This is an optimization exercise on Yosys and OpenROAD, whose aim is small area and a short achievable clock period, not a production implementation. At most, simulation tests tie the RTL to the original design; equivalence was not proved. For run 1, only the layout was checked, not whether the RTL still works.

==> design/flow/design.v <==
function automatic [6:0] gf_mul(input [6:0] a, input [6:0] b);
    reg [6:0] acc;
    reg [6:0] sh;
    integer i;
    begin
        acc = 7'd0;
        sh  = a;
        for (i = 0; i < 7; i = i + 1) begin
            if (b[i])
                acc = acc ^ sh;
            sh = {sh[5:0], 1'b0} ^ (sh[6] ? 7'b0001001 : 7'b0000000);
        end
        gf_mul = acc;
    end
endfunction
localparam [128*7-1:0] INV3 = {
    7'h0d, 7'h74, 7'h30, 7'h3c, 7'h68, 7'h1b, 7'h76, 7'h0f,
    7'h54, 7'h7e, 7'h4a, 7'h3f, 7'h06, 7'h29, 7'h43, 7'h23,
    7'h66, 7'h2a, 7'h14, 7'h09, 7'h3b, 7'h61, 7'h37, 7'h4d,
    7'h4e, 7'h6c, 7'h69, 7'h59, 7'h2b, 7'h5e, 7'h70, 7'h39,
    7'h34, 7'h6b, 7'h1d, 7'h45, 7'h71, 7'h25, 7'h5c, 7'h7d,
    7'h6a, 7'h22, 7'h27, 7'h19, 7'h46, 7'h4b, 7'h10, 7'h5f,
    7'h36, 7'h72, 7'h6d, 7'h32, 7'h0e, 7'h62, 7'h16, 7'h79,
    7'h6f, 7'h3d, 7'h49, 7'h08, 7'h1c, 7'h20, 7'h1a, 7'h5b,
    7'h1f, 7'h7b, 7'h51, 7'h78, 7'h4f, 7'h63, 7'h5a, 7'h0a,
    7'h42, 7'h48, 7'h3e, 7'h4c, 7'h56, 7'h65, 7'h5d, 7'h53,
    7'h6e, 7'h0c, 7'h3a, 7'h57, 7'h02, 7'h41, 7'h7c, 7'h55,
    7'h2f, 7'h0b, 7'h26, 7'h77, 7'h73, 7'h40, 7'h12, 7'h75,
    7'h67, 7'h7f, 7'h2e, 7'h50, 7'h64, 7'h44, 7'h1e, 7'h35,
    7'h60, 7'h15, 7'h2c, 7'h05, 7'h58, 7'h07, 7'h24, 7'h17,
    7'h47, 7'h2d, 7'h04, 7'h33, 7'h21, 7'h28, 7'h38, 7'h31,
    7'h7a, 7'h03, 7'h52, 7'h13, 7'h18, 7'h11, 7'h01, 7'h00
};
function automatic [6:0] gf_inv3(input [6:0] a);
    begin
        gf_inv3 = INV3[7*a +: 7];
    end
endfunction
localparam [127:0] VALID = 128'h341efc53e5ef0f6366edbbb9ab551f7e;
function automatic gf_valid(input [6:0] a);
    begin
        gf_valid = VALID[a];
    end
endfunction
function automatic [6:0] gf_halftrace(input [6:0] c);
    begin
        gf_halftrace[0] = 1'b0;
        gf_halftrace[1] = c[2] ^ c[3] ^ c[4] ^ c[6];
        gf_halftrace[2] = c[3] ^ c[4] ^ c[6];
        gf_halftrace[3] = c[5] ^ c[6];
        gf_halftrace[4] = c[1] ^ c[2] ^ c[4];
        gf_halftrace[5] = c[3] ^ c[5] ^ c[6];
        gf_halftrace[6] = c[3] ^ c[6];
    end
endfunction
function automatic gf_trace(input [6:0] c);
    begin
        gf_trace = c[0];
    end
endfunction
module dec79_enc (
    input  wire [63:0] data,
    output wire [78:0] word
);
    assign word[63:0] = data;
    wire x0, x1, x2, x3, x4, x5, x6, x7, x8, x9, x10, x11, x12, x13, x14, x15, x16, x17, x18, x19, x20, x21, x22, x23, x24, x25, x26, x27, x28, x29, x30, x31, x32, x33, x34, x35, x36, x37, x38, x39, x40, x41, x42, x43, x44, x45, x46, x47, x48, x49, x50, x51, x52, x53, x54, x55, x56, x57, x58, x59, x60, x61, x62, x63, x64, x65, x66, x67, x68, x69, x70, x71, x72, x73, x74, x75, x76, x77, x78, x79, x80, x81, x82, x83, x84, x85, x86, x87, x88, x89, x90, x91, x92, x93, x94, x95, x96, x97, x98, x99, x100, x101, x102, x103, x104, x105, x106, x107, x108, x109, x110, x111, x112, x113, x114, x115, x116, x117, x118, x119, x120, x121, x122, x123, x124, x125, x126, x127, x128, x129, x130, x131, x132, x133, x134, x135, x136, x137, x138, x139, x140, x141, x142, x143, x144, x145, x146, x147, x148, x149, x150, x151, x152, x153, x154, x155, x156, x157, x158, x159, x160, x161, x162, x163, x164, x165, x166, x167, x168, x169, x170, x171, x172, x173, x174, x175, x176, x177, x178, x179, x180, x181, x182, x183, x184, x185, x186, x187, x188, x189, x190, x191, x192, x193, x194, x195, x196, x197, x198, x199, x200, x201, x202, x203, x204, x205, x206, x207, x208, x209, x210, x211, x212, x213, x214, x215, x216, x217, x218, x219, x220, x221, x222, x223, x224, x225, x226, x227, x228, x229;
    assign x0 = data[3] ^ data[14];
    assign x1 = data[27] ^ data[43];
    assign x2 = data[0] ^ data[37];
    assign x3 = data[23] ^ data[24];
    assign x4 = data[25] ^ data[46];
    assign x5 = data[26] ^ data[32];
    assign x6 = data[31] ^ data[50];
    assign x7 = data[1] ^ data[38];
    assign x8 = data[4] ^ data[17];
    assign x9 = data[30] ^ data[44];
    assign x10 = data[5] ^ data[33];
    assign x11 = data[22] ^ data[61];
    assign x12 = data[2] ^ data[29];
    assign x13 = data[13] ^ data[59];
    assign x14 = data[7] ^ data[62];
    assign x15 = data[42] ^ data[47];
    assign x16 = data[58] ^ x1;
    assign x17 = data[56] ^ x0;
    assign x18 = data[60] ^ x10;
    assign x19 = data[63] ^ x7;
    assign x20 = data[12] ^ data[45];
    assign x21 = data[49] ^ data[57];
    assign x22 = data[10] ^ data[48];
    assign x23 = data[6] ^ data[28];
    assign x24 = data[18] ^ data[53];
    assign x25 = data[11] ^ data[55];
    assign x26 = x3 ^ x4;
    assign x27 = x5 ^ x8;
    assign x28 = data[39] ^ x11;
    assign x29 = data[9] ^ data[40];
    assign x30 = data[41] ^ data[54];
    assign x31 = x2 ^ x14;
    assign x32 = x20 ^ x22;
    assign x33 = x6 ^ x15;
    assign x34 = x9 ^ x24;
    assign x35 = x12 ^ x25;
    assign x36 = data[35] ^ x18;
    assign x37 = data[8] ^ data[29];
    assign x38 = data[36] ^ data[63];
    assign x39 = data[19] ^ data[21];
    assign x40 = data[16] ^ data[20];
    assign x41 = data[15] ^ x21;
    assign x42 = data[34] ^ x23;
    assign x43 = x17 ^ x26;
    assign x44 = data[2] ^ x33;
    assign x45 = data[40] ^ x16;
    assign x46 = data[62] ^ x35;
    assign x47 = x19 ^ x30;
    assign x48 = x13 ^ x28;
    assign x49 = x13 ^ x27;
    assign x50 = data[51] ^ data[52];
    assign x51 = data[28] ^ data[52];
    assign x52 = data[15] ^ data[19];
    assign x53 = data[45] ^ data[46];
    assign x54 = data[0] ^ data[43];
    assign x55 = data[11] ^ data[61];
    assign x56 = data[12] ^ data[41];
    assign x57 = data[31] ^ data[51];
    assign x58 = data[9] ^ data[57];
    assign x59 = data[23] ^ data[54];
    assign x60 = data[13] ^ data[14];
    assign x61 = data[47] ^ x6;
    assign x62 = x15 ^ x60;
    assign x63 = data[4] ^ x29;
    assign x64 = data[37] ^ x40;
    assign x65 = data[6] ^ x55;
    assign x66 = data[5] ^ x38;
    assign x67 = x14 ^ x57;
    assign x68 = data[22] ^ x3;
    assign x69 = data[55] ^ x9;
    assign x70 = data[48] ^ x1;
    assign x71 = x37 ^ x51;
    assign x72 = data[20] ^ x0;
    assign x73 = x2 ^ x53;
    assign x74 = x31 ^ x39;
    assign x75 = x56 ^ x64;
    assign x76 = data[10] ^ x26;
    assign x77 = x34 ^ x63;
    assign x78 = x31 ^ x61;
    assign x79 = x12 ^ x32;
    assign x80 = x17 ^ x66;
    assign x81 = x42 ^ x58;
    assign x82 = data[33] ^ x19;
    assign x83 = data[18] ^ x16;
    assign x84 = x28 ^ x69;
    assign x85 = data[49] ^ x27;
    assign x86 = data[34] ^ x32;
    assign x87 = x4 ^ x49;
    assign x88 = x43 ^ x44;
    assign x89 = data[1] ^ x36;
    assign x90 = x46 ^ x68;
    assign x91 = data[36] ^ x47;
    assign x92 = data[8] ^ x36;
    assign x93 = data[17] ^ x48;
    assign x94 = data[30] ^ x45;
    assign x95 = data[14] ^ data[50];
    assign x96 = data[51] ^ x10;
    assign x97 = x37 ^ x52;
    assign x98 = x95 ^ x34;
    assign x99 = x70 ^ x73;
    assign x100 = x96 ^ x97;
    assign x101 = x81 ^ x98;
    assign x102 = x99 ^ x100;
    assign x103 = x93 ^ x101;
    assign x104 = x102 ^ x103;
    assign x105 = data[52] ^ data[53];
    assign x106 = x7 ^ x21;
    assign x107 = x22 ^ x40;
    assign x108 = x59 ^ x105;
    assign x109 = x106 ^ x107;
    assign x110 = x108 ^ x45;
    assign x111 = x78 ^ x109;
    assign x112 = x92 ^ x93;
    assign x113 = x110 ^ x111;
    assign x114 = x112 ^ x113;
    assign x115 = data[13] ^ data[32];
    assign x116 = x39 ^ x115;
    assign x117 = x18 ^ x41;
    assign x118 = x73 ^ x116;
    assign x119 = x117 ^ x118;
    assign x120 = x90 ^ x91;
    assign x121 = x94 ^ x119;
    assign x122 = x120 ^ x121;
    assign x123 = data[58] ^ data[59];
    assign x124 = x123 ^ x42;
    assign x125 = x75 ^ x82;
    assign x126 = x84 ^ x124;
    assign x127 = x88 ^ x125;
    assign x128 = x126 ^ x127;
    assign x129 = data[27] ^ data[38];
    assign x130 = x5 ^ x11;
    assign x131 = x23 ^ x129;
    assign x132 = x130 ^ x131;
    assign x133 = x74 ^ x77;
    assign x134 = x132 ^ x88;
    assign x135 = x92 ^ x133;
    assign x136 = x134 ^ x135;
    assign x137 = x34 ^ x72;
    assign x138 = x49 ^ x76;
    assign x139 = x78 ^ x137;
    assign x140 = x91 ^ x138;
    assign x141 = x139 ^ x140;
    assign x142 = data[21] ^ data[24];
    assign x143 = data[53] ^ data[54];
    assign x144 = data[60] ^ x9;
    assign x145 = x11 ^ x54;
    assign x146 = x142 ^ x143;
    assign x147 = x19 ^ x33;
    assign x148 = x35 ^ x144;
    assign x149 = x145 ^ x146;
    assign x150 = x81 ^ x147;
    assign x151 = x148 ^ x149;
    assign x152 = x87 ^ x150;
    assign x153 = x151 ^ x152;
    assign x154 = data[25] ^ data[47];
    assign x155 = x5 ^ x59;
    assign x156 = x154 ^ x17;
    assign x157 = x67 ^ x155;
    assign x158 = x79 ^ x83;
    assign x159 = x84 ^ x156;
    assign x160 = x157 ^ x89;
    assign x161 = x158 ^ x159;
    assign x162 = x160 ^ x161;
    assign x163 = data[39] ^ data[43];
    assign x164 = x2 ^ x6;
    assign x165 = x24 ^ x29;
    assign x166 = x50 ^ x163;
    assign x167 = x164 ^ x165;
    assign x168 = x166 ^ x80;
    assign x169 = x85 ^ x167;
    assign x170 = x90 ^ x168;
    assign x171 = x169 ^ x170;
    assign x172 = data[32] ^ x8;
    assign x173 = x29 ^ x54;
    assign x174 = x71 ^ x172;
    assign x175 = x173 ^ x43;
    assign x176 = x47 ^ x48;
    assign x177 = x86 ^ x174;
    assign x178 = x175 ^ x176;
    assign x179 = x177 ^ x178;
    assign x180 = data[26] ^ data[39];
    assign x181 = data[41] ^ x180;
    assign x182 = x41 ^ x62;
    assign x183 = x181 ^ x46;
    assign x184 = x76 ^ x77;
    assign x185 = x182 ^ x89;
    assign x186 = x183 ^ x184;
    assign x187 = x185 ^ x186;
    assign x188 = data[16] ^ data[24];
    assign x189 = data[25] ^ data[26];
    assign x190 = x30 ^ x52;
    assign x191 = x188 ^ x189;
    assign x192 = x65 ^ x190;
    assign x193 = x191 ^ x44;
    assign x194 = x80 ^ x86;
    assign x195 = x192 ^ x94;
    assign x196 = x193 ^ x194;
    assign x197 = x195 ^ x196;
    assign x198 = data[3] ^ data[35];
    assign x199 = data[42] ^ data[44];
    assign x200 = x23 ^ x25;
    assign x201 = x198 ^ x199;
    assign x202 = x41 ^ x67;
    assign x203 = x70 ^ x200;
    assign x204 = x201 ^ x75;
    assign x205 = x202 ^ x203;
    assign x206 = x87 ^ x204;
    assign x207 = x205 ^ x206;
    assign x208 = data[7] ^ data[16];
    assign x209 = data[21] ^ data[38];
    assign x210 = data[44] ^ data[50];
    assign x211 = data[56] ^ x20;
    assign x212 = x38 ^ x208;
    assign x213 = x209 ^ x210;
    assign x214 = x18 ^ x62;
    assign x215 = x71 ^ x211;
    assign x216 = x212 ^ x213;
    assign x217 = x83 ^ x85;
    assign x218 = x214 ^ x215;
    assign x219 = x216 ^ x217;
    assign x220 = x218 ^ x219;
    assign x221 = data[9] ^ x8;
    assign x222 = x21 ^ x50;
    assign x223 = x16 ^ x65;
    assign x224 = x72 ^ x221;
    assign x225 = x222 ^ x74;
    assign x226 = x79 ^ x82;
    assign x227 = x223 ^ x224;
    assign x228 = x225 ^ x226;
    assign x229 = x227 ^ x228;
    assign word[64] = x104;
    assign word[65] = x114;
    assign word[66] = x122;
    assign word[67] = x128;
    assign word[68] = x136;
    assign word[69] = x141;
    assign word[70] = x153;
    assign word[71] = x162;
    assign word[72] = x171;
    assign word[73] = x179;
    assign word[74] = x187;
    assign word[75] = x197;
    assign word[76] = x207;
    assign word[77] = x220;
    assign word[78] = x229;
endmodule
module dec79_syn (
    input  wire [78:0] word,
    output wire [6:0]  s1,
    output wire [6:0]  s3,
    output wire        par
);
    wire y0, y1, y2, y3, y4, y5, y6, y7, y8, y9, y10, y11, y12, y13, y14, y15, y16, y17, y18, y19, y20, y21, y22, y23, y24, y25, y26, y27, y28, y29, y30, y31, y32, y33, y34, y35, y36, y37, y38, y39, y40, y41, y42, y43, y44, y45, y46, y47, y48, y49, y50, y51, y52, y53, y54, y55, y56, y57, y58, y59, y60, y61, y62, y63, y64, y65, y66, y67, y68, y69, y70, y71, y72, y73, y74, y75, y76, y77, y78, y79, y80, y81, y82, y83, y84, y85, y86, y87, y88, y89, y90, y91, y92, y93, y94, y95, y96, y97, y98, y99, y100, y101, y102, y103, y104, y105, y106, y107, y108, y109, y110, y111, y112, y113, y114, y115, y116, y117, y118, y119, y120, y121, y122, y123, y124, y125, y126, y127, y128, y129, y130, y131, y132, y133, y134, y135, y136, y137, y138, y139, y140, y141, y142, y143, y144, y145, y146, y147, y148, y149, y150, y151, y152, y153, y154, y155, y156, y157, y158, y159, y160, y161, y162, y163, y164, y165, y166, y167, y168, y169, y170, y171, y172, y173, y174, y175, y176, y177, y178, y179, y180, y181, y182, y183, y184, y185, y186, y187, y188, y189, y190, y191, y192, y193, y194, y195, y196, y197, y198, y199, y200, y201, y202, y203, y204, y205, y206, y207, y208, y209, y210, y211, y212, y213, y214, y215, y216, y217, y218, y219, y220, y221, y222, y223, y224, y225, y226, y227, y228, y229, y230, y231, y232, y233, y234, y235, y236, y237, y238, y239, y240, y241, y242, y243, y244, y245, y246, y247, y248, y249, y250, y251, y252, y253, y254, y255, y256, y257, y258, y259, y260, y261, y262, y263, y264, y265, y266, y267, y268, y269;
    assign y0 = word[58] ^ word[61];
    assign y1 = word[10] ^ word[37];
    assign y2 = word[11] ^ word[62];
    assign y3 = word[44] ^ y0;
    assign y4 = word[36] ^ word[41];
    assign y5 = word[46] ^ word[60];
    assign y6 = word[45] ^ word[59];
    assign y7 = word[16] ^ word[23];
    assign y8 = word[13] ^ word[42];
    assign y9 = word[9] ^ word[43];
    assign y10 = word[5] ^ word[57];
    assign y11 = word[3] ^ word[19];
    assign y12 = word[38] ^ y1;
    assign y13 = word[24] ^ word[71];
    assign y14 = word[12] ^ word[26];
    assign y15 = word[35] ^ word[53];
    assign y16 = word[25] ^ word[72];
    assign y17 = word[47] ^ word[73];
    assign y18 = word[7] ^ word[55];
    assign y19 = word[6] ^ word[54];
    assign y20 = y2 ^ y6;
    assign y21 = word[15] ^ word[22];
    assign y22 = word[14] ^ word[63];
    assign y23 = word[34] ^ word[52];
    assign y24 = word[39] ^ word[77];
    assign y25 = word[2] ^ word[18];
    assign y26 = y5 ^ y22;
    assign y27 = word[1] ^ y4;
    assign y28 = word[48] ^ y17;
    assign y29 = y7 ^ y15;
    assign y30 = word[40] ^ y10;
    assign y31 = word[32] ^ y8;
    assign y32 = word[56] ^ y12;
    assign y33 = word[31] ^ y3;
    assign y34 = word[20] ^ word[33];
    assign y35 = word[27] ^ word[75];
    assign y36 = word[0] ^ word[17];
    assign y37 = word[4] ^ word[74];
    assign y38 = word[28] ^ y13;
    assign y39 = word[21] ^ y16;
    assign y40 = y14 ^ y21;
    assign y41 = word[30] ^ y9;
    assign y42 = y11 ^ y18;
    assign y43 = word[8] ^ word[76];
    assign y44 = word[29] ^ y23;
    assign y45 = word[69] ^ y36;
    assign y46 = word[68] ^ y19;
    assign y47 = y34 ^ y37;
    assign y48 = y26 ^ y35;
    assign y49 = word[51] ^ y29;
    assign y50 = y30 ^ y31;
    assign y51 = y25 ^ y28;
    assign y52 = y27 ^ y42;
    assign y53 = word[70] ^ y40;
    assign y54 = y32 ^ y33;
    assign y55 = word[49] ^ word[67];
    assign y56 = y38 ^ y55;
    assign y57 = y20 ^ y47;
    assign y58 = word[50] ^ y41;
    assign y59 = y24 ^ y44;
    assign y60 = y49 ^ y51;
    assign y61 = y45 ^ y52;
    assign y62 = y39 ^ y50;
    assign y63 = word[61] ^ word[66];
    assign y64 = word[42] ^ word[49];
    assign y65 = word[51] ^ word[59];
    assign y66 = word[24] ^ word[47];
    assign y67 = word[8] ^ word[10];
    assign y68 = word[4] ^ word[77];
    assign y69 = word[25] ^ word[34];
    assign y70 = word[28] ^ word[33];
    assign y71 = word[15] ^ word[29];
    assign y72 = word[9] ^ word[23];
    assign y73 = y10 ^ y14;
    assign y74 = y19 ^ y64;
    assign y75 = word[63] ^ y24;
    assign y76 = word[65] ^ y43;
    assign y77 = word[32] ^ y13;
    assign y78 = y5 ^ y68;
    assign y79 = word[17] ^ y9;
    assign y80 = word[12] ^ y66;
    assign y81 = word[36] ^ y2;
    assign y82 = word[52] ^ y11;
    assign y83 = word[27] ^ y8;
    assign y84 = y26 ^ y70;
    assign y85 = y20 ^ y75;
    assign y86 = y3 ^ y23;
    assign y87 = y18 ^ y41;
    assign y88 = word[76] ^ y30;
    assign y89 = y12 ^ y58;
    assign y90 = y53 ^ y57;
    assign y91 = y56 ^ y73;
    assign y92 = y48 ^ y59;
    assign y93 = y33 ^ y67;
    assign y94 = y32 ^ y43;
    assign y95 = y46 ^ y54;
    assign y96 = y60 ^ y62;
    assign y97 = y61 ^ y95;
    assign y98 = word[8] ^ word[37];
    assign y99 = word[48] ^ word[61];
    assign y100 = word[64] ^ y36;
    assign y101 = y98 ^ y99;
    assign y102 = y20 ^ y27;
    assign y103 = y29 ^ y38;
    assign y104 = y100 ^ y101;
    assign y105 = y48 ^ y50;
    assign y106 = y87 ^ y102;
    assign y107 = y103 ^ y104;
    assign y108 = y105 ^ y106;
    assign y109 = y107 ^ y108;
    assign y110 = word[62] ^ y16;
    assign y111 = y25 ^ y71;
    assign y112 = y27 ^ y74;
    assign y113 = y76 ^ y79;
    assign y114 = y80 ^ y110;
    assign y115 = y111 ^ y84;
    assign y116 = y112 ^ y113;
    assign y117 = y114 ^ y54;
    assign y118 = y115 ^ y116;
    assign y119 = y117 ^ y118;
    assign y120 = word[16] ^ word[26];
    assign y121 = word[44] ^ word[57];
    assign y122 = y63 ^ y69;
    assign y123 = y71 ^ y120;
    assign y124 = y121 ^ y31;
    assign y125 = y42 ^ y122;
    assign y126 = y123 ^ y51;
    assign y127 = y85 ^ y124;
    assign y128 = y125 ^ y89;
    assign y129 = y126 ^ y127;
    assign y130 = y128 ^ y129;
    assign y131 = word[39] ^ word[53];
    assign y132 = word[75] ^ y65;
    assign y133 = y72 ^ y131;
    assign y134 = y31 ^ y47;
    assign y135 = y132 ^ y133;
    assign y136 = y52 ^ y134;
    assign y137 = y135 ^ y54;
    assign y138 = y91 ^ y136;
    assign y139 = y137 ^ y138;
    assign y140 = word[2] ^ word[4];
    assign y141 = word[14] ^ word[24];
    assign y142 = word[39] ^ word[43];
    assign y143 = word[50] ^ word[58];
    assign y144 = word[60] ^ y34;
    assign y145 = y35 ^ y140;
    assign y146 = y141 ^ y142;
    assign y147 = y143 ^ y20;
    assign y148 = y44 ^ y46;
    assign y149 = y144 ^ y145;
    assign y150 = y146 ^ y147;
    assign y151 = y148 ^ y149;
    assign y152 = y62 ^ y94;
    assign y153 = y150 ^ y151;
    assign y154 = y152 ^ y153;
    assign y155 = word[3] ^ word[6];
    assign y156 = word[11] ^ word[21];
    assign y157 = word[38] ^ word[41];
    assign y158 = word[69] ^ word[73];
    assign y159 = y15 ^ y24;
    assign y160 = y65 ^ y69;
    assign y161 = y155 ^ y156;
    assign y162 = y157 ^ y158;
    assign y163 = y3 ^ y40;
    assign y164 = y159 ^ y160;
    assign y165 = y161 ^ y162;
    assign y166 = y84 ^ y87;
    assign y167 = y88 ^ y163;
    assign y168 = y164 ^ y165;
    assign y169 = y166 ^ y167;
    assign y170 = y168 ^ y169;
    assign y171 = word[0] ^ word[7];
    assign y172 = word[35] ^ word[40];
    assign y173 = word[47] ^ word[56];
    assign y174 = word[60] ^ word[62];
    assign y175 = y4 ^ y6;
    assign y176 = y7 ^ y19;
    assign y177 = y37 ^ y171;
    assign y178 = y172 ^ y173;
    assign y179 = y174 ^ y83;
    assign y180 = y175 ^ y176;
    assign y181 = y177 ^ y178;
    assign y182 = y53 ^ y59;
    assign y183 = y179 ^ y180;
    assign y184 = y181 ^ y93;
    assign y185 = y182 ^ y183;
    assign y186 = y184 ^ y185;
    assign y187 = word[5] ^ word[14];
    assign y188 = word[22] ^ word[26];
    assign y189 = word[53] ^ word[64];
    assign y190 = y0 ^ y4;
    assign y191 = y9 ^ y187;
    assign y192 = y188 ^ y189;
    assign y193 = y28 ^ y45;
    assign y194 = y74 ^ y77;
    assign y195 = y82 ^ y190;
    assign y196 = y191 ^ y192;
    assign y197 = y57 ^ y193;
    assign y198 = y194 ^ y195;
    assign y199 = y196 ^ y197;
    assign y200 = y198 ^ y199;
    assign y201 = word[5] ^ word[20];
    assign y202 = word[72] ^ y201;
    assign y203 = y80 ^ y202;
    assign y204 = y49 ^ y85;
    assign y205 = y203 ^ y204;
    assign y206 = y205 ^ y97;
    assign y207 = word[2] ^ word[13];
    assign y208 = word[20] ^ word[38];
    assign y209 = word[54] ^ word[74];
    assign y210 = y7 ^ y11;
    assign y211 = y207 ^ y208;
    assign y212 = y209 ^ y28;
    assign y213 = y39 ^ y79;
    assign y214 = y81 ^ y210;
    assign y215 = y211 ^ y212;
    assign y216 = y213 ^ y214;
    assign y217 = y91 ^ y92;
    assign y218 = y215 ^ y216;
    assign y219 = y217 ^ y218;
    assign y220 = word[11] ^ word[18];
    assign y221 = word[45] ^ word[50];
    assign y222 = word[65] ^ y1;
    assign y223 = y17 ^ y72;
    assign y224 = y220 ^ y221;
    assign y225 = y39 ^ y77;
    assign y226 = y222 ^ y223;
    assign y227 = y224 ^ y48;
    assign y228 = y53 ^ y86;
    assign y229 = y225 ^ y226;
    assign y230 = y61 ^ y227;
    assign y231 = y228 ^ y229;
    assign y232 = y230 ^ y231;
    assign y233 = word[41] ^ word[68];
    assign y234 = word[70] ^ y233;
    assign y235 = y78 ^ y82;
    assign y236 = y234 ^ y235;
    assign y237 = y93 ^ y236;
    assign y238 = y96 ^ y237;
    assign y239 = word[0] ^ word[19];
    assign y240 = word[55] ^ word[67];
    assign y241 = word[71] ^ y21;
    assign y242 = y25 ^ y239;
    assign y243 = y240 ^ y29;
    assign y244 = y46 ^ y78;
    assign y245 = y81 ^ y241;
    assign y246 = y242 ^ y86;
    assign y247 = y88 ^ y243;
    assign y248 = y244 ^ y245;
    assign y249 = y89 ^ y246;
    assign y250 = y247 ^ y248;
    assign y251 = y249 ^ y250;
    assign y252 = word[1] ^ word[19];
    assign y253 = word[46] ^ y16;
    assign y254 = y63 ^ y252;
    assign y255 = y38 ^ y83;
    assign y256 = y253 ^ y254;
    assign y257 = y255 ^ y256;
    assign y258 = y60 ^ y90;
    assign y259 = y94 ^ y257;
    assign y260 = y258 ^ y259;
    assign y261 = word[64] ^ word[66];
    assign y262 = word[78] ^ y261;
    assign y263 = y76 ^ y262;
    assign y264 = y56 ^ y58;
    assign y265 = y263 ^ y90;
    assign y266 = y92 ^ y264;
    assign y267 = y96 ^ y265;
    assign y268 = y266 ^ y97;
    assign y269 = y267 ^ y268;
    assign s1[0] = y109;
    assign s1[1] = y119;
    assign s1[2] = y130;
    assign s1[3] = y139;
    assign s1[4] = y154;
    assign s1[5] = y170;
    assign s1[6] = y186;
    assign s3[0] = y200;
    assign s3[1] = y206;
    assign s3[2] = y219;
    assign s3[3] = y232;
    assign s3[4] = y238;
    assign s3[5] = y251;
    assign s3[6] = y260;
    assign par = y269;
endmodule
module dec79_loc (
    input  wire [6:0] s1,
    input  wire [6:0] cp,          
    input  wire       par,
    input  wire       s1z,         
    input  wire       s3z,         
    output wire [6:0] x1,
    output wire [6:0] x2,
    output wire       ps,          
    output wire       pd,          
    output wire       z            
);
function automatic [6:0] gf_mul(input [6:0] a, input [6:0] b);
    reg [6:0] acc;
    reg [6:0] sh;
    integer i;
    begin
        acc = 7'd0;
        sh  = a;
        for (i = 0; i < 7; i = i + 1) begin
            if (b[i])
                acc = acc ^ sh;
            sh = {sh[5:0], 1'b0} ^ (sh[6] ? 7'b0001001 : 7'b0000000);
        end
        gf_mul = acc;
    end
endfunction
localparam [128*7-1:0] INV3 = {
    7'h0d, 7'h74, 7'h30, 7'h3c, 7'h68, 7'h1b, 7'h76, 7'h0f,
    7'h54, 7'h7e, 7'h4a, 7'h3f, 7'h06, 7'h29, 7'h43, 7'h23,
    7'h66, 7'h2a, 7'h14, 7'h09, 7'h3b, 7'h61, 7'h37, 7'h4d,
    7'h4e, 7'h6c, 7'h69, 7'h59, 7'h2b, 7'h5e, 7'h70, 7'h39,
    7'h34, 7'h6b, 7'h1d, 7'h45, 7'h71, 7'h25, 7'h5c, 7'h7d,
    7'h6a, 7'h22, 7'h27, 7'h19, 7'h46, 7'h4b, 7'h10, 7'h5f,
    7'h36, 7'h72, 7'h6d, 7'h32, 7'h0e, 7'h62, 7'h16, 7'h79,
    7'h6f, 7'h3d, 7'h49, 7'h08, 7'h1c, 7'h20, 7'h1a, 7'h5b,
    7'h1f, 7'h7b, 7'h51, 7'h78, 7'h4f, 7'h63, 7'h5a, 7'h0a,
    7'h42, 7'h48, 7'h3e, 7'h4c, 7'h56, 7'h65, 7'h5d, 7'h53,
    7'h6e, 7'h0c, 7'h3a, 7'h57, 7'h02, 7'h41, 7'h7c, 7'h55,
    7'h2f, 7'h0b, 7'h26, 7'h77, 7'h73, 7'h40, 7'h12, 7'h75,
    7'h67, 7'h7f, 7'h2e, 7'h50, 7'h64, 7'h44, 7'h1e, 7'h35,
    7'h60, 7'h15, 7'h2c, 7'h05, 7'h58, 7'h07, 7'h24, 7'h17,
    7'h47, 7'h2d, 7'h04, 7'h33, 7'h21, 7'h28, 7'h38, 7'h31,
    7'h7a, 7'h03, 7'h52, 7'h13, 7'h18, 7'h11, 7'h01, 7'h00
};
function automatic [6:0] gf_inv3(input [6:0] a);
    begin
        gf_inv3 = INV3[7*a +: 7];
    end
endfunction
localparam [127:0] VALID = 128'h341efc53e5ef0f6366edbbb9ab551f7e;
function automatic gf_valid(input [6:0] a);
    begin
        gf_valid = VALID[a];
    end
endfunction
function automatic [6:0] gf_halftrace(input [6:0] c);
    begin
        gf_halftrace[0] = 1'b0;
        gf_halftrace[1] = c[2] ^ c[3] ^ c[4] ^ c[6];
        gf_halftrace[2] = c[3] ^ c[4] ^ c[6];
        gf_halftrace[3] = c[5] ^ c[6];
        gf_halftrace[4] = c[1] ^ c[2] ^ c[4];
        gf_halftrace[5] = c[3] ^ c[5] ^ c[6];
        gf_halftrace[6] = c[3] ^ c[6];
    end
endfunction
function automatic gf_trace(input [6:0] c);
    begin
        gf_trace = c[0];
    end
endfunction
    wire [6:0] c      = cp ^ 7'd1;
    wire       single = (cp == 7'd1);
    wire       troot  = ~gf_trace(c);
    wire [6:0] y0     = gf_halftrace(c);
    assign x1  = gf_mul(s1, y0);
    assign x2  = x1 ^ s1;
    assign ps  = ~s1z & single;
    assign pd  = ~s1z & ~single & troot & ~par;
    assign z   = s1z & s3z;
endmodule
module dec79_flg (
    input  wire [6:0] x1,
    input  wire [6:0] x2,
    input  wire       ps,
    input  wire       pd,
    input  wire       z,
    input  wire       par,
    output wire       e1,          
    output wire       e2,          
    output wire       f78,         
    output wire [1:0] nfix,
    output wire       uncorr
);
function automatic [6:0] gf_mul(input [6:0] a, input [6:0] b);
    reg [6:0] acc;
    reg [6:0] sh;
    integer i;
    begin
        acc = 7'd0;
        sh  = a;
        for (i = 0; i < 7; i = i + 1) begin
            if (b[i])
                acc = acc ^ sh;
            sh = {sh[5:0], 1'b0} ^ (sh[6] ? 7'b0001001 : 7'b0000000);
        end
        gf_mul = acc;
    end
endfunction
localparam [128*7-1:0] INV3 = {
    7'h0d, 7'h74, 7'h30, 7'h3c, 7'h68, 7'h1b, 7'h76, 7'h0f,
    7'h54, 7'h7e, 7'h4a, 7'h3f, 7'h06, 7'h29, 7'h43, 7'h23,
    7'h66, 7'h2a, 7'h14, 7'h09, 7'h3b, 7'h61, 7'h37, 7'h4d,
    7'h4e, 7'h6c, 7'h69, 7'h59, 7'h2b, 7'h5e, 7'h70, 7'h39,
    7'h34, 7'h6b, 7'h1d, 7'h45, 7'h71, 7'h25, 7'h5c, 7'h7d,
    7'h6a, 7'h22, 7'h27, 7'h19, 7'h46, 7'h4b, 7'h10, 7'h5f,
    7'h36, 7'h72, 7'h6d, 7'h32, 7'h0e, 7'h62, 7'h16, 7'h79,
    7'h6f, 7'h3d, 7'h49, 7'h08, 7'h1c, 7'h20, 7'h1a, 7'h5b,
    7'h1f, 7'h7b, 7'h51, 7'h78, 7'h4f, 7'h63, 7'h5a, 7'h0a,
    7'h42, 7'h48, 7'h3e, 7'h4c, 7'h56, 7'h65, 7'h5d, 7'h53,
    7'h6e, 7'h0c, 7'h3a, 7'h57, 7'h02, 7'h41, 7'h7c, 7'h55,
    7'h2f, 7'h0b, 7'h26, 7'h77, 7'h73, 7'h40, 7'h12, 7'h75,
    7'h67, 7'h7f, 7'h2e, 7'h50, 7'h64, 7'h44, 7'h1e, 7'h35,
    7'h60, 7'h15, 7'h2c, 7'h05, 7'h58, 7'h07, 7'h24, 7'h17,
    7'h47, 7'h2d, 7'h04, 7'h33, 7'h21, 7'h28, 7'h38, 7'h31,
    7'h7a, 7'h03, 7'h52, 7'h13, 7'h18, 7'h11, 7'h01, 7'h00
};
function automatic [6:0] gf_inv3(input [6:0] a);
    begin
        gf_inv3 = INV3[7*a +: 7];
    end
endfunction
localparam [127:0] VALID = 128'h341efc53e5ef0f6366edbbb9ab551f7e;
function automatic gf_valid(input [6:0] a);
    begin
        gf_valid = VALID[a];
    end
endfunction
function automatic [6:0] gf_halftrace(input [6:0] c);
    begin
        gf_halftrace[0] = 1'b0;
        gf_halftrace[1] = c[2] ^ c[3] ^ c[4] ^ c[6];
        gf_halftrace[2] = c[3] ^ c[4] ^ c[6];
        gf_halftrace[3] = c[5] ^ c[6];
        gf_halftrace[4] = c[1] ^ c[2] ^ c[4];
        gf_halftrace[5] = c[3] ^ c[5] ^ c[6];
        gf_halftrace[6] = c[3] ^ c[6];
    end
endfunction
function automatic gf_trace(input [6:0] c);
    begin
        gf_trace = c[0];
    end
endfunction
    wire v1 = gf_valid(x1);
    wire v2 = gf_valid(x2);
    wire es = ps & v2;
    wire ed = pd & v1 & v2;
    wire p78 = z & par;            
    assign e1     = pd & v2;
    assign e2     = ps | (pd & v1);
    assign f78    = p78 | (es & ~par);
    assign nfix   = {ed | (es & ~par), p78 | (es & par)};
    assign uncorr = ~z & ~(es | ed);
endmodule
module dec79_cor (
    input  wire [77:0] word_in,
    input  wire [6:0]  x1,
    input  wire [6:0]  x2,
    input  wire        e1,
    input  wire        e2,
    output wire [77:0] word_out
);
    reg [7:0]  a1, a2;
    reg [15:0] b1, b2;
    integer i;
    always @(*) begin
        for (i = 0; i < 8; i = i + 1) begin
            a1[i] = e1 & (x1[2:0] == i);
            a2[i] = e2 & (x2[2:0] == i);
        end
        for (i = 0; i < 16; i = i + 1) begin
            b1[i] = (x1[6:3] == i);
            b2[i] = (x2[6:3] == i);
        end
    end
    wire [77:0] flip;
    assign flip[0] = (a1[1] & b1[8]) | (a2[1] & b2[8]);
    assign flip[1] = (a1[3] & b1[1]) | (a2[3] & b2[1]);
    assign flip[2] = (a1[6] & b1[2]) | (a2[6] & b2[2]);
    assign flip[3] = (a1[4] & b1[5]) | (a2[4] & b2[5]);
    assign flip[4] = (a1[0] & b1[11]) | (a2[0] & b2[11]);
    assign flip[5] = (a1[1] & b1[7]) | (a2[1] & b2[7]);
    assign flip[6] = (a1[2] & b1[14]) | (a2[2] & b2[14]);
    assign flip[7] = (a1[5] & b1[13]) | (a2[5] & b2[13]);
    assign flip[8] = (a1[3] & b1[10]) | (a2[3] & b2[10]);
    assign flip[9] = (a1[7] & b1[5]) | (a2[7] & b2[5]);
    assign flip[10] = (a1[6] & b1[11]) | (a2[6] & b2[11]);
    assign flip[11] = (a1[5] & b1[6]) | (a2[5] & b2[6]);
    assign flip[12] = (a1[2] & b1[13]) | (a2[2] & b2[13]);
    assign flip[13] = (a1[5] & b1[11]) | (a2[5] & b2[11]);
    assign flip[14] = (a1[3] & b1[6]) | (a2[3] & b2[6]);
    assign flip[15] = (a1[6] & b1[12]) | (a2[6] & b2[12]);
    assign flip[16] = (a1[5] & b1[8]) | (a2[5] & b2[8]);
    assign flip[17] = (a1[3] & b1[0]) | (a2[3] & b2[0]);
    assign flip[18] = (a1[6] & b1[0]) | (a2[6] & b2[0]);
    assign flip[19] = (a1[4] & b1[1]) | (a2[4] & b2[1]);
    assign flip[20] = (a1[0] & b1[3]) | (a2[0] & b2[3]);
    assign flip[21] = (a1[0] & b1[6]) | (a2[0] & b2[6]);
    assign flip[22] = (a1[0] & b1[12]) | (a2[0] & b2[12]);
    assign flip[23] = (a1[1] & b1[9]) | (a2[1] & b2[9]);
    assign flip[24] = (a1[3] & b1[3]) | (a2[3] & b2[3]);
    assign flip[25] = (a1[6] & b1[6]) | (a2[6] & b2[6]);
    assign flip[26] = (a1[4] & b1[13]) | (a2[4] & b2[13]);
    assign flip[27] = (a1[1] & b1[10]) | (a2[1] & b2[10]);
    assign flip[28] = (a1[3] & b1[5]) | (a2[3] & b2[5]);
    assign flip[29] = (a1[6] & b1[10]) | (a2[6] & b2[10]);
    assign flip[30] = (a1[5] & b1[4]) | (a2[5] & b2[4]);
    assign flip[31] = (a1[2] & b1[9]) | (a2[2] & b2[9]);
    assign flip[32] = (a1[5] & b1[3]) | (a2[5] & b2[3]);
    assign flip[33] = (a1[2] & b1[7]) | (a2[2] & b2[7]);
    assign flip[34] = (a1[4] & b1[14]) | (a2[4] & b2[14]);
    assign flip[35] = (a1[1] & b1[12]) | (a2[1] & b2[12]);
    assign flip[36] = (a1[3] & b1[9]) | (a2[3] & b2[9]);
    assign flip[37] = (a1[7] & b1[3]) | (a2[7] & b2[3]);
    assign flip[38] = (a1[6] & b1[7]) | (a2[6] & b2[7]);
    assign flip[39] = (a1[4] & b1[15]) | (a2[4] & b2[15]);
    assign flip[40] = (a1[1] & b1[14]) | (a2[1] & b2[14]);
    assign flip[41] = (a1[3] & b1[13]) | (a2[3] & b2[13]);
    assign flip[42] = (a1[7] & b1[11]) | (a2[7] & b2[11]);
    assign flip[43] = (a1[7] & b1[6]) | (a2[7] & b2[6]);
    assign flip[44] = (a1[6] & b1[13]) | (a2[6] & b2[13]);
    assign flip[45] = (a1[5] & b1[10]) | (a2[5] & b2[10]);
    assign flip[46] = (a1[3] & b1[4]) | (a2[3] & b2[4]);
    assign flip[47] = (a1[6] & b1[8]) | (a2[6] & b2[8]);
    assign flip[48] = (a1[5] & b1[0]) | (a2[5] & b2[0]);
    assign flip[49] = (a1[2] & b1[1]) | (a2[2] & b2[1]);
    assign flip[50] = (a1[4] & b1[2]) | (a2[4] & b2[2]);
    assign flip[51] = (a1[0] & b1[5]) | (a2[0] & b2[5]);
    assign flip[52] = (a1[0] & b1[10]) | (a2[0] & b2[10]);
    assign flip[53] = (a1[1] & b1[5]) | (a2[1] & b2[5]);
    assign flip[54] = (a1[2] & b1[10]) | (a2[2] & b2[10]);
    assign flip[55] = (a1[5] & b1[5]) | (a2[5] & b2[5]);
    assign flip[56] = (a1[2] & b1[11]) | (a2[2] & b2[11]);
    assign flip[57] = (a1[5] & b1[7]) | (a2[5] & b2[7]);
    assign flip[58] = (a1[2] & b1[15]) | (a2[2] & b2[15]);
    assign flip[59] = (a1[5] & b1[15]) | (a2[5] & b2[15]);
    assign flip[60] = (a1[3] & b1[14]) | (a2[3] & b2[14]);
    assign flip[61] = (a1[7] & b1[13]) | (a2[7] & b2[13]);
    assign flip[62] = (a1[7] & b1[10]) | (a2[7] & b2[10]);
    assign flip[63] = (a1[7] & b1[4]) | (a2[7] & b2[4]);
    assign flip[64] = (a1[1] & b1[0]) | (a2[1] & b2[0]);
    assign flip[65] = (a1[2] & b1[0]) | (a2[2] & b2[0]);
    assign flip[66] = (a1[4] & b1[0]) | (a2[4] & b2[0]);
    assign flip[67] = (a1[0] & b1[1]) | (a2[0] & b2[1]);
    assign flip[68] = (a1[0] & b1[2]) | (a2[0] & b2[2]);
    assign flip[69] = (a1[0] & b1[4]) | (a2[0] & b2[4]);
    assign flip[70] = (a1[0] & b1[8]) | (a2[0] & b2[8]);
    assign flip[71] = (a1[1] & b1[1]) | (a2[1] & b2[1]);
    assign flip[72] = (a1[2] & b1[2]) | (a2[2] & b2[2]);
    assign flip[73] = (a1[4] & b1[4]) | (a2[4] & b2[4]);
    assign flip[74] = (a1[0] & b1[9]) | (a2[0] & b2[9]);
    assign flip[75] = (a1[1] & b1[3]) | (a2[1] & b2[3]);
    assign flip[76] = (a1[2] & b1[6]) | (a2[2] & b2[6]);
    assign flip[77] = (a1[4] & b1[12]) | (a2[4] & b2[12]);
    assign word_out = word_in ^ flip;
endmodule
module dec79_codec (
    input  wire        clk,
    input  wire        rst,             
    input  wire        enc_in_valid,
    input  wire [63:0] enc_in_data,
    output wire        enc_out_valid,
    output wire [78:0] enc_out_word,
    input  wire        dec_in_valid,
    input  wire [78:0] dec_in_word,
    output wire        dec_out_valid,
    output wire [78:0] dec_out_word,
    output wire [1:0]  dec_out_nfix,
    output wire        dec_out_uncorr
);
function automatic [6:0] gf_mul(input [6:0] a, input [6:0] b);
    reg [6:0] acc;
    reg [6:0] sh;
    integer i;
    begin
        acc = 7'd0;
        sh  = a;
        for (i = 0; i < 7; i = i + 1) begin
            if (b[i])
                acc = acc ^ sh;
            sh = {sh[5:0], 1'b0} ^ (sh[6] ? 7'b0001001 : 7'b0000000);
        end
        gf_mul = acc;
    end
endfunction
localparam [128*7-1:0] INV3 = {
    7'h0d, 7'h74, 7'h30, 7'h3c, 7'h68, 7'h1b, 7'h76, 7'h0f,
    7'h54, 7'h7e, 7'h4a, 7'h3f, 7'h06, 7'h29, 7'h43, 7'h23,
    7'h66, 7'h2a, 7'h14, 7'h09, 7'h3b, 7'h61, 7'h37, 7'h4d,
    7'h4e, 7'h6c, 7'h69, 7'h59, 7'h2b, 7'h5e, 7'h70, 7'h39,
    7'h34, 7'h6b, 7'h1d, 7'h45, 7'h71, 7'h25, 7'h5c, 7'h7d,
    7'h6a, 7'h22, 7'h27, 7'h19, 7'h46, 7'h4b, 7'h10, 7'h5f,
    7'h36, 7'h72, 7'h6d, 7'h32, 7'h0e, 7'h62, 7'h16, 7'h79,
    7'h6f, 7'h3d, 7'h49, 7'h08, 7'h1c, 7'h20, 7'h1a, 7'h5b,
    7'h1f, 7'h7b, 7'h51, 7'h78, 7'h4f, 7'h63, 7'h5a, 7'h0a,
    7'h42, 7'h48, 7'h3e, 7'h4c, 7'h56, 7'h65, 7'h5d, 7'h53,
    7'h6e, 7'h0c, 7'h3a, 7'h57, 7'h02, 7'h41, 7'h7c, 7'h55,
    7'h2f, 7'h0b, 7'h26, 7'h77, 7'h73, 7'h40, 7'h12, 7'h75,
    7'h67, 7'h7f, 7'h2e, 7'h50, 7'h64, 7'h44, 7'h1e, 7'h35,
    7'h60, 7'h15, 7'h2c, 7'h05, 7'h58, 7'h07, 7'h24, 7'h17,
    7'h47, 7'h2d, 7'h04, 7'h33, 7'h21, 7'h28, 7'h38, 7'h31,
    7'h7a, 7'h03, 7'h52, 7'h13, 7'h18, 7'h11, 7'h01, 7'h00
};
function automatic [6:0] gf_inv3(input [6:0] a);
    begin
        gf_inv3 = INV3[7*a +: 7];
    end
endfunction
localparam [127:0] VALID = 128'h341efc53e5ef0f6366edbbb9ab551f7e;
function automatic gf_valid(input [6:0] a);
    begin
        gf_valid = VALID[a];
    end
endfunction
function automatic [6:0] gf_halftrace(input [6:0] c);
    begin
        gf_halftrace[0] = 1'b0;
        gf_halftrace[1] = c[2] ^ c[3] ^ c[4] ^ c[6];
        gf_halftrace[2] = c[3] ^ c[4] ^ c[6];
        gf_halftrace[3] = c[5] ^ c[6];
        gf_halftrace[4] = c[1] ^ c[2] ^ c[4];
        gf_halftrace[5] = c[3] ^ c[5] ^ c[6];
        gf_halftrace[6] = c[3] ^ c[6];
    end
endfunction
function automatic gf_trace(input [6:0] c);
    begin
        gf_trace = c[0];
    end
endfunction
    reg [1:0] enc_v;
    reg [3:0] dec_v;
    always @(posedge clk) begin
        if (rst) begin
            enc_v <= 2'd0;
            dec_v <= 4'd0;
        end else begin
            enc_v <= {enc_v, enc_in_valid};
            dec_v <= {dec_v, dec_in_valid};
        end
    end
    assign enc_out_valid = enc_v[1];
    assign dec_out_valid = dec_v[3];
    reg [63:0] enc_d_r0;
    always @(posedge clk) enc_d_r0 <= enc_in_data;
    wire [78:0] enc_word;
    dec79_enc u_enc (.data(enc_d_r0), .word(enc_word));
    reg [78:0] enc_w_r;
    always @(posedge clk) enc_w_r <= enc_word;
    assign enc_out_word = enc_w_r;
    reg  [78:0] word_r0;
    always @(posedge clk) begin
        word_r0 <= dec_in_word;
    end
    wire [6:0] s1, s3;
    wire       par;
    dec79_syn u_syn (.word(word_r0), .s1(s1), .s3(s3), .par(par));
    wire [6:0] q = gf_inv3(s1);
    reg  [78:0] word_r1;
    reg  [6:0] s1_r1;
    reg  [6:0] s3_r1;
    reg        par_r1;
    reg  [6:0] q_r1;
    always @(posedge clk) begin
        word_r1 <= word_r0;
        s1_r1 <= s1;
        s3_r1 <= s3;
        par_r1 <= par;
        q_r1 <= q;
    end
    wire [6:0] cp  = gf_mul(s3_r1, q_r1);
    wire       s1z = (s1_r1 == 7'd0);
    wire       s3z = (s3_r1 == 7'd0);
    wire [6:0] x1, x2;
    wire       ps, pd, z;
    dec79_loc u_loc (.s1(s1_r1), .cp(cp), .par(par_r1),
                     .s1z(s1z), .s3z(s3z), .x1(x1), .x2(x2),
                     .ps(ps), .pd(pd), .z(z));
    reg  [78:0] word_r2;
    reg        par_r2;
    reg  [6:0] x1_r2;
    reg  [6:0] x2_r2;
    reg        ps_r2;
    reg        pd_r2;
    reg        z_r2;
    always @(posedge clk) begin
        word_r2 <= word_r1;
        par_r2 <= par_r1;
        x1_r2 <= x1;
        x2_r2 <= x2;
        ps_r2 <= ps;
        pd_r2 <= pd;
        z_r2 <= z;
    end
    wire       e1, e2, f78, uncorr;
    wire [1:0] nfix;
    dec79_flg u_flg (.x1(x1_r2), .x2(x2_r2), .ps(ps_r2), .pd(pd_r2),
                     .z(z_r2), .par(par_r2), .e1(e1), .e2(e2), .f78(f78),
                     .nfix(nfix), .uncorr(uncorr));
    wire [78:0] wflg = {word_r2[78] ^ f78, word_r2[77:0]};
    wire [77:0] wcor;
    dec79_cor u_cor (.word_in(wflg[77:0]), .x1(x1_r2), .x2(x2_r2),
                     .e1(e1), .e2(e2), .word_out(wcor));
    wire [78:0] wout = {wflg[78], wcor};
    reg  [78:0] wout_r3;
    reg  [1:0] nfix_r3;
    reg        uncorr_r3;
    always @(posedge clk) begin
        wout_r3 <= wout;
        nfix_r3 <= nfix;
        uncorr_r3 <= uncorr;
    end
    assign dec_out_word   = wout_r3;
    assign dec_out_nfix   = nfix_r3;
    assign dec_out_uncorr = uncorr_r3;
endmodule
==> design/flow/flow/run.sh <==
#!/bin/bash
# The standard layout (standard.sh), with plain buf_1 cells as the port buffers.
export BUFFER_PORTS_ARGS="-buffer_cell sky130_fd_sc_hd__buf_1"
bash standard.sh > standard.log 2>&1
==> design/flow/standard.sh <==
#!/bin/bash
# synth_recipe.tcl (not shown) runs the flow's synth.tcl, then flattens the netlist and writes it again
# the make line also repeats each setting of config.mk as NAME=value (left out here)
make -C /OpenROAD-flow-scripts/flow DESIGN_CONFIG=/design/flow/config.mk WORK_HOME=/design/flow/orfs CLKGATE_MAP_FILE= SYNTH_SCRIPT=/design/flow/synth_recipe.tcl "${@:-finish}"
==> design/flow/config.mk <==
export PLATFORM = sky130hd
export DESIGN_NAME = dec79_codec
export DESIGN_NICKNAME = dec79_codec
export VERILOG_FILES = /design/flow/design.v
export SDC_FILE = /design/flow/constraint.sdc
export NUM_CORES = 4
export LEC_CHECK = 0
export CAP_MARGIN = 20
export CORE_MARGIN = 2
export CORE_UTILIZATION = 40
export PLACE_DENSITY = 0.6
export SETUP_SLACK_MARGIN = 0.4
export SLEW_MARGIN = 20
==> design/flow/constraint.sdc <==
create_clock -name core_clock -period 22.0 [get_ports {clk}]
set_input_delay 4.4000 -clock core_clock [delete_from_list [all_inputs] [get_ports {clk}]]
set_output_delay 4.4000 -clock core_clock [all_outputs]
set_load 0.01 [all_outputs]
==> results of run 1 <==
## area by class of cell
| class | instances | area [um^2] | share of cell area [%] |
|---|---|---|---|
| diodes | 1 | 2.502 | 0.01023 |
| well taps | 688 | 860.8 | 3.518 |
| flip-flops and latches | 508 | 10170 | 41.57 |
| clock buffers | 63 | 1381 | 5.646 |
| clock inverters | 28 | 334.1 | 1.365 |
| multi-input cells | 1224 | 10420 | 42.60 |
| repair buffers | 316 | 1212 | 4.955 |
| inverters | 22 | 82.58 | 0.3375 |
## Yosys cell counts, types with 5 or more instances
master     count  area, um^2
nor2b_1       19       118.9
and2_1        14       87.58
xnor2_1      453        3968
clkbuf_1      68       255.2
o2111ai_1      5       43.79
a22oi_1        5       37.54
mux2i_1       10       100.1
a31oi_1        5       31.28
nor4_1         5       31.28
a211o_1        5       43.79
o221ai_1       5       43.79
mux2_2         8       90.09
xor3_1         7       166.4
nand3_1       11       55.05
and3b_1        5       43.79
xnor3_1       53        1194
inv_1         19       71.32
a211oi_1       9       67.56
o311ai_0       7       61.31
a32oi_1       79       691.9
o31ai_1        6       45.04
buf_2         17       85.08
and3_1         6       37.54
o21ai_0       29       145.1
nand2b_1      31       193.9
a21o_1         8       60.06
ha_1          23       287.8
mux4_2         6       135.1
nand2_1       99       371.6
nor3_1        22       110.1
o211ai_1      20       150.1
xor2_1       104       910.9
nor3b_1        5       37.54
a21oi_1       29       145.1
nor2_1        57       214.0
o22ai_1        6       37.54
dfxtp_1      508       10170
## cells in the final DEF, fill, tap and decap left out, types with 6 or more instances in the layout
cell	n
dfxtp_1	508
xnor2_1	453
buf_1	309
xor2_1	104
nand2_1	99
a32oi_1	79
nor2_1	57
xnor3_1	52
clkbuf_16	51
nand2b_1	30
a21oi_1	29
o21ai_0	29
ha_1	23
nor3_1	22
o211ai_1	20
inv_1	19
nor2b_1	19
and2_1	14
nand3_1	11
mux2i_1	10
a211oi_1	9
clkinv_2	9
mux2_2	8
a21o_1	8
xor3_1	7
o311ai_0	7
inv_6	7
buf_4	7
o31ai_1	6
and3_1	6
mux4_2	6
o22ai_1	6
clkbuf_1	6
clkbuf_8	6
## worst reg2reg max path, stage by stage, from the launching register on
cell and delay, ps:
dfxtp_1 570, xor2_2 390, mux2_2 400, a211o_1 330
a211o_1 310, nand2_2 180, inv_1 100, ha_1 290
xor3_1 410, xor2_1 700, nor2b_1 130, xnor2_1 150
o21ai_0 330, xnor3_1 420
## cells by family (layout without fill, tap and decap cells)
kind of cell / after synthesis / in the layout / share of synthesized area [%]
AOI/OAI and AO/OA: 251 / 251 / 9.094
xor gates and xnor gates: 624 / 624 / 30.23
adders and majority gates: 23 / 23 / 1.366
buffers and inverters: 114 / 429 / 2.257
DFF: 508 / 508 / 48.28
muxes: 24 / 24 / 1.544
other: 0 / 1 / 0
and+or+nand+nor: 302 / 302 / 7.223
## metrics by stage
step / area [um^2] / cells / hold slack, ps / setup WS (ps)
3_3_place_gp: 22750 / 2758 / 310.3 / 17100
2_1_floorplan: 21060 / 1846 / 309.6 / 17270
4_1_cts: 24460 / 2849 / 322.1 / 16450
5_1_grt: 24460 / 2849 / 324.1 / 16450
3_5_place_dp: 22750 / 2758 / 312.1 / 17100
6_report: 24470 / 2850 / 320.5 / 16500
## flip-flops by register name, indices dropped and copies added (netlist names), 64 cells and up
name      cells
enc_d_r0     64
enc_w_r      79
word_r0      79
word_r1      79
word_r2      79
wout_r3      79
## layer usage
metal	GRT usage, %	vias to the layer above
li1	-	6817
met1	30.73	6950
met2	34.38	602
met3	4.114	87
met4	5.498	0
met5	0	-
## final timing paths
check	from	slack (ps)	cells after the start	endpoint
max	enc_w_r[56]	16500	1	enc_out_word[56]
min	word_r1[30]	320	0	word_r2[30]
max reg2reg	s3_r1[6]	17140	13	x2_r2[3]
min reg2reg	word_r1[30]	320	0	word_r2[30]
==> flow_summary.yaml, run 1 <==
outcome:
  status: "finished clean"
grt:
  first_global_vias: 14180
  grt_usage_pct: 21.82
  grt_max_degree: 79
  grt_overflow: 0
  grt_pass1_wl_mm: 88.46
  antenna_found_initial: 2
final_layout:
  drive_gt1_share_pct: 5.969
  fin_util_pct: 46.74
  synthToLayoutAreaGrowth_pct: 16.15
  nFillCells: 4897
  fin_nets: 2292
route:
  wl_met1_mm: 27.48
  dr_wl_met3_mm: 4.829
  route.detailed.drc: 0
  num_vias: 14460
  ant_nets: 0
  drt-pass1-iter-count: 6
  drt_iter0_markers: 1327
  viasPerCell: 5.072
  wire_per_inst_um: 21.31
  wl_mm: 60.72
  wl_met2_mm: 27.14
  routed.top_layer: "met4"
setup_path:
  crit_family: "flip-flops"
  startpoint_type: "flop"
  cp.arrival_ps: 1100
  cp_num_buf_inv: 1
  path_cells: "buf_1"
  slowest_stage: "dfxtp_1"
  worst_ep_required_time_ps: 17600
  critPathMaxStageDelay_ps: 340
  endpoint_kind: "primary output"
  crit_path_max_fanout: 1
  crit_type: "reg2out"
sta:
  skew_ps: 20.07
  worst_pin_slew_ps: 1046
  fin_crit_ps: 5495
  setup_viol: 0
  slew_headroom_pct: 30.10
  maxSlewViolCount: 0
  max_clock_freq_mhz: 182.0
  finalHoldViolCount: 0
  min_period_over_period_pct: 24.98
  grt_setup_unrepaired: "false"
  fin_setup_tns_ps: 0
clock_tree:
  ctsHoldBuffers: 0
  cts.path.max_buffers: 3
  clk_latency_ps: 590
  cts_buffers: 50
  numClockSinks: 508
  path_clk_slew_ps: 70
  ctsHtreeMaxLevel: 2
  cts_setup_buffers: 0
  cts_tree: "built"
  root_buffer: "clkbuf_16"
  ctsResizeCount: 0
place:
  hpwl_mm: 46.72
  gp_congestion: 0.9303
  io_buffers: 309
die:
  start_util_pct: 40.24
  dieArea_um2: 54510
  rows: 84
  die_h_um: 233.5
  die_w_um: 233.5
  ioPinCount: 310
  core-area_um2: 52340
yosys:
  synth_enable_flop_cells: 0
  yosys_warnings: 4
  syn_area_um2: 21060
  synth_flop_cell: "dfxtp_1"
  ys_ff_latch: 508
  synth_nets: 2016
  synthCells: 1846
  synth_cell_types: 79
  syn_area_per_cell_um2: 11.41
  async_reset_ff_share_pct: 0
  synth_seq_area_share_pct: 48.28
worst_hold_path:
  hp-class: "reg2reg"
run:
  max_cap_violations: 0
==> run 2, diff against run 1 <==
--- a/design/flow/design.v
+++ b/design/flow/design.v
@@ -946,18 +946,18 @@
     end
 endfunction
     reg [1:0] enc_v;
-    reg [3:0] dec_v;
+    reg [2:0] dec_v;
     always @(posedge clk) begin
         if (rst) begin
             enc_v <= 2'd0;
-            dec_v <= 4'd0;
+            dec_v <= 3'd0;
         end else begin
             enc_v <= {enc_v, enc_in_valid};
             dec_v <= {dec_v, dec_in_valid};
         end
     end
     assign enc_out_valid = enc_v[1];
-    assign dec_out_valid = dec_v[3];
+    assign dec_out_valid = dec_v[2];
     reg [63:0] enc_d_r0;
     always @(posedge clk) enc_d_r0 <= enc_in_data;
     wire [78:0] enc_word;
@@ -973,61 +973,47 @@
     wire       par;
     dec79_syn u_syn (.word(word_r0), .s1(s1), .s3(s3), .par(par));
     wire [6:0] q = gf_inv3(s1);
+    wire [6:0] cp  = gf_mul(s3, q);
+    wire       s1z = (s1 == 7'd0);
+    wire       s3z = (s3 == 7'd0);
     reg  [78:0] word_r1;
     reg  [6:0] s1_r1;
-    reg  [6:0] s3_r1;
     reg        par_r1;
-    reg  [6:0] q_r1;
+    reg  [6:0] cp_r1;
+    reg        s1z_r1;
+    reg        s3z_r1;
     always @(posedge clk) begin
         word_r1 <= word_r0;
         s1_r1 <= s1;
-        s3_r1 <= s3;
         par_r1 <= par;
-        q_r1 <= q;
+        cp_r1 <= cp;
+        s1z_r1 <= s1z;
+        s3z_r1 <= s3z;
     end
-    wire [6:0] cp  = gf_mul(s3_r1, q_r1);
-    wire       s1z = (s1_r1 == 7'd0);
-    wire       s3z = (s3_r1 == 7'd0);
     wire [6:0] x1, x2;
     wire       ps, pd, z;
-    dec79_loc u_loc (.s1(s1_r1), .cp(cp), .par(par_r1),
-                     .s1z(s1z), .s3z(s3z), .x1(x1), .x2(x2),
+    dec79_loc u_loc (.s1(s1_r1), .cp(cp_r1), .par(par_r1),
+                     .s1z(s1z_r1), .s3z(s3z_r1), .x1(x1), .x2(x2),
                      .ps(ps), .pd(pd), .z(z));
-    reg  [78:0] word_r2;
-    reg        par_r2;
-    reg  [6:0] x1_r2;
-    reg  [6:0] x2_r2;
-    reg        ps_r2;
-    reg        pd_r2;
-    reg        z_r2;
-    always @(posedge clk) begin
-        word_r2 <= word_r1;
-        par_r2 <= par_r1;
-        x1_r2 <= x1;
-        x2_r2 <= x2;
-        ps_r2 <= ps;
-        pd_r2 <= pd;
-        z_r2 <= z;
-    end
     wire       e1, e2, f78, uncorr;
     wire [1:0] nfix;
-    dec79_flg u_flg (.x1(x1_r2), .x2(x2_r2), .ps(ps_r2), .pd(pd_r2),
-                     .z(z_r2), .par(par_r2), .e1(e1), .e2(e2), .f78(f78),
+    dec79_flg u_flg (.x1(x1), .x2(x2), .ps(ps), .pd(pd),
+                     .z(z), .par(par_r1), .e1(e1), .e2(e2), .f78(f78),
                      .nfix(nfix), .uncorr(uncorr));
-    wire [78:0] wflg = {word_r2[78] ^ f78, word_r2[77:0]};
+    wire [78:0] wflg = {word_r1[78] ^ f78, word_r1[77:0]};
     wire [77:0] wcor;
-    dec79_cor u_cor (.word_in(wflg[77:0]), .x1(x1_r2), .x2(x2_r2),
+    dec79_cor u_cor (.word_in(wflg[77:0]), .x1(x1), .x2(x2),
                      .e1(e1), .e2(e2), .word_out(wcor));
     wire [78:0] wout = {wflg[78], wcor};
-    reg  [78:0] wout_r3;
-    reg  [1:0] nfix_r3;
-    reg        uncorr_r3;
+    reg  [78:0] wout_r2;
+    reg  [1:0] nfix_r2;
+    reg        uncorr_r2;
     always @(posedge clk) begin
-        wout_r3 <= wout;
-        nfix_r3 <= nfix;
-        uncorr_r3 <= uncorr;
-    end
-    assign dec_out_word   = wout_r3;
-    assign dec_out_nfix   = nfix_r3;
-    assign dec_out_uncorr = uncorr_r3;
+        wout_r2 <= wout;
+        nfix_r2 <= nfix;
+        uncorr_r2 <= uncorr;
+    end
+    assign dec_out_word   = wout_r2;
+    assign dec_out_nfix   = nfix_r2;
+    assign dec_out_uncorr = uncorr_r2;
 endmodule
==> design/flow/flow/run.sh (replaced) <==
#!/bin/bash
MARGIN=${MARGIN:-16.5}
export BUFFER_PORTS_ARGS="-buffer_cell sky130_fd_sc_hd__buf_1"
sed -e "s/SETUP_SLACK_MARGIN=[-0-9.]*/SETUP_SLACK_MARGIN=$MARGIN/" standard.sh > standard_margin.sh
bash standard_margin.sh > standard.log 2>&1
--- a/design/flow/config.mk
+++ b/design/flow/config.mk
@@ -7,7 +7,9 @@
 export LEC_CHECK = 0
 export CAP_MARGIN = 20
 export CORE_MARGIN = 2
-export CORE_UTILIZATION = 40
-export PLACE_DENSITY = 0.6
+export CORE_UTILIZATION = 60
+export CTS_CLUSTER_DIAMETER = 120
+export CTS_CLUSTER_SIZE = 24
+export PLACE_DENSITY = 0.75
 export SETUP_SLACK_MARGIN = 0.4
 export SLEW_MARGIN = 20
==> flow_summary.yaml, run 2 <==
outcome:
  status: "finished clean"
final_layout:
  fin_util_pct: 67.20
  multi_input_area_um2: 11070
  layout_common_cells: "dfxtp_1, xnor2_1, buf_1"
  final_common_cell: "dfxtp_1"
  fin_nets: 2281
  antenna_cells: 0
  synthToLayoutAreaGrowth_pct: 10.84
  regArea_um2: 8133
  drive_gt1_share_pct: 6.777
  nFillCells: 2617
clock_tree:
  ctsHtreeMaxLevel: 1
  root_buffer: "clkbuf_16"
  cts_buffers: 20
  cts.path.max_buffers: 3
  path_clk_slew_ps: 100
  clk_latency_ps: 540
  cts_tree: "built"
  numClockSinks: 405
route:
  wl_met1_mm: 25.53
  wire_per_inst_um: 23.69
  wl_met2_mm: 27.10
  wl_mm: 60.47
  route.detailed.drc: 0
  dr_wl_met3_mm: 6.163
  num_vias: 15080
  viasPerCell: 5.908
  drt_iter0_markers: 2223
  drt-pass1-iter-count: 7
  routed.top_layer: "met5"
  ant_nets: 0
die:
  core-area_um2: 32370
  start_util_pct: 60.63
  dieArea_um2: 34170
  die_w_um: 184.9
  ioPinCount: 310
  die_h_um: 184.9
  rows: 66
yosys:
  ys_top_cells_by_area: "dfxtp_1, xnor2_1, xor2_1"
  synthCells: 1846
  synth_largest_area_cell: "dfxtp_1"
  synth_seq_area_share_pct: 41.31
  yosys.area.top_type_share_pct: 41.31
  synth_nets: 2017
  async_reset_ff_share_pct: 0
  ys_ff_latch: 405
  syn_area_per_cell_um2: 10.63
  syn_area_um2: 19630
  synth_cell_types: 95
  synth_common_cells: "dfxtp_1, xnor2_1, xor2_1, nand2_1, nor2_1"
  synth_enable_flop_cells: 0
  yosysMostFrequentCell: "dfxtp_1"
  yosys_warnings: 4
  synth_flop_cell: "dfxtp_1"
setup_path:
  path_cells: "buf_2"
  slowest_stage: "dfxtp_1"
  crit_path_max_fanout: 1
  r2r-start: "word_r0[2]"
  endpoint_kind: "primary output"
  critPathMaxStageDelay_ps: 400
  worst_ep_required_time_ps: 17600
  cp_num_buf_inv: 1
  crit_start: "wout_r2[16]"
  crit_family: "flip-flops"
  crit_type: "reg2out"
  startpoint_type: "flop"
  cp.arrival_ps: 1090
grt:
  grt_pass1_wl_mm: 87.10
  first_global_vias: 13940
  grt_overflow: 0
  grt_max_degree: 57
  grt_usage_pct: 33.97
  antenna_found_initial: 2
sta:
  fin_crit_ps: 5491
  finalHoldViolCount: 0
  maxSlewViolCount: 0
  fin_setup_tns_ps: 0
  worst_pin_slew_ps: 1004
  max_clock_freq_mhz: 182.1
  skew_ps: 19.69
  min_period_over_period_pct: 24.96
  slew_headroom_pct: 32.57
  setup_viol: 0
  grt_setup_unrepaired: "false"
place:
  hpwl_mm: 46.61
  io_buffers: 309
  gp_congestion: 0.9685
worst_hold_path:
  worst_hold_startpoint: "word_r0[78]"
  hp-class: "reg2reg"
run:
  max_cap_violations: 0
[run 2: cell types whose count changed after synthesis, moves of 27 or more]
cell      before  now
dfxtp_1      508  405
o32ai_1        2   42
a32oi_1       79    2
xnor2_1      453  380
nor2_1        57   85
nand3_1       11   41
clkbuf_1      68   41
xor2_1       104  179
[run 2: area by class of cell]
| type | count | share of cell area, % |
|---|---|---|
| Sequential cell | 405 | 37.39 |
| Clock buffer | 21 | 2.416 |
| Timing Repair Buffer | 332 | 6.206 |
| Tap cell | 442 | 2.542 |
| Clock inverter | 1 | 0.02301 |
| Inverter | 30 | 0.5464 |
| Multi-Input combinational cell | 1321 | 50.88 |
[run 2: routing by layer]
| layer | vias up | global-route usage [%] |
|---|---|---|
| met4 | 2 | 7.365 |
| met3 | 129 | 5.505 |
| met5 | - | 0 |
| li1 | 6872 | - |
| met1 | 7200 | 49.02 |
| met2 | 873 | 53.77 |
[run 2: path summary, 6_finish.rpt]
path | to | slack, ps | cells past startpoint
worst max-delay path | dec_out_word[16] | 16510 | 1
worst min-delay path | word_r1[78] | 380 | 0
worst max register to register | cp_r1[5] | 16620 | 16
worst min register to register | word_r1[78] | 380 | 0
[run 2: kinds of logic (layout without fill, tap and decap cells)]
kind of cell	count (synthesis)	count (layout)	share of synthesized area [%]
XOR/XNOR	629	629	32.82
flip-flops	405	405	41.31
AND/OR/NAND/NOR	319	319	7.510
AO/OA/AOI/OAI	317	318	12.29
buffers and inverters	121	384	2.843
multiplexers	31	31	1.696
adder cells (fa/ha/maj)	24	24	1.530
[run 2: metrics by stage]
step / instances / hold slack, ps / setup WS, ps / cell area [um^2]
floorplan: 1846 / 325.8 / 17260 / 19630
global route: 2552 / 386.5 / 16500 / 21750
detailed placement: 2516 / 364.4 / 15810 / 20980
finish: 2552 / 381.4 / 16510 / 21750
CTS: 2538 / 379.6 / 16500 / 21550
global placement: 2516 / 354.0 / 16000 / 20980
[run 2: timing repair]
action,in CTS,in global routing
gates cloned,0,1
hold endpoints to repair,0,0
setup buffers,0,13
hold buffers,0,0
gates resized for setup,26,28
endpoints found under the setup margin,101,93
pin swaps,0,2

-- afterwards: timing with drivers on the ports --
No port has a modelled driver above. Below, the same layouts with a new extraction and two added sets of constraints.
Step 1 sets driving cells, clkbuf_16 on the clock port and buf_2 on the other inputs (assumed; they add their load-dependent delay and slew).
Step 2 adds t to the input delays and takes it off the output delays; t is the mean of the earliest and latest rising clock arrival at the registers after step 1. Input paths then give back, and output paths get back, about the clock's delay inside the block.
Slacks: ideal / step 1 / step 2; pairs: ideal / step 1.
run | t (ns) | slack for setup (ns) | worst data-port slew with drivers (ns) | cell pins on the clock port's net
run 1 | 0.639 | 16.505 / 16.445 / 17.083 | 0.06 | 1
run 2 | 0.583 | 16.509 / 16.454 / 16.620 | 0.06 | 1
After both steps every run listed still meets setup and hold.
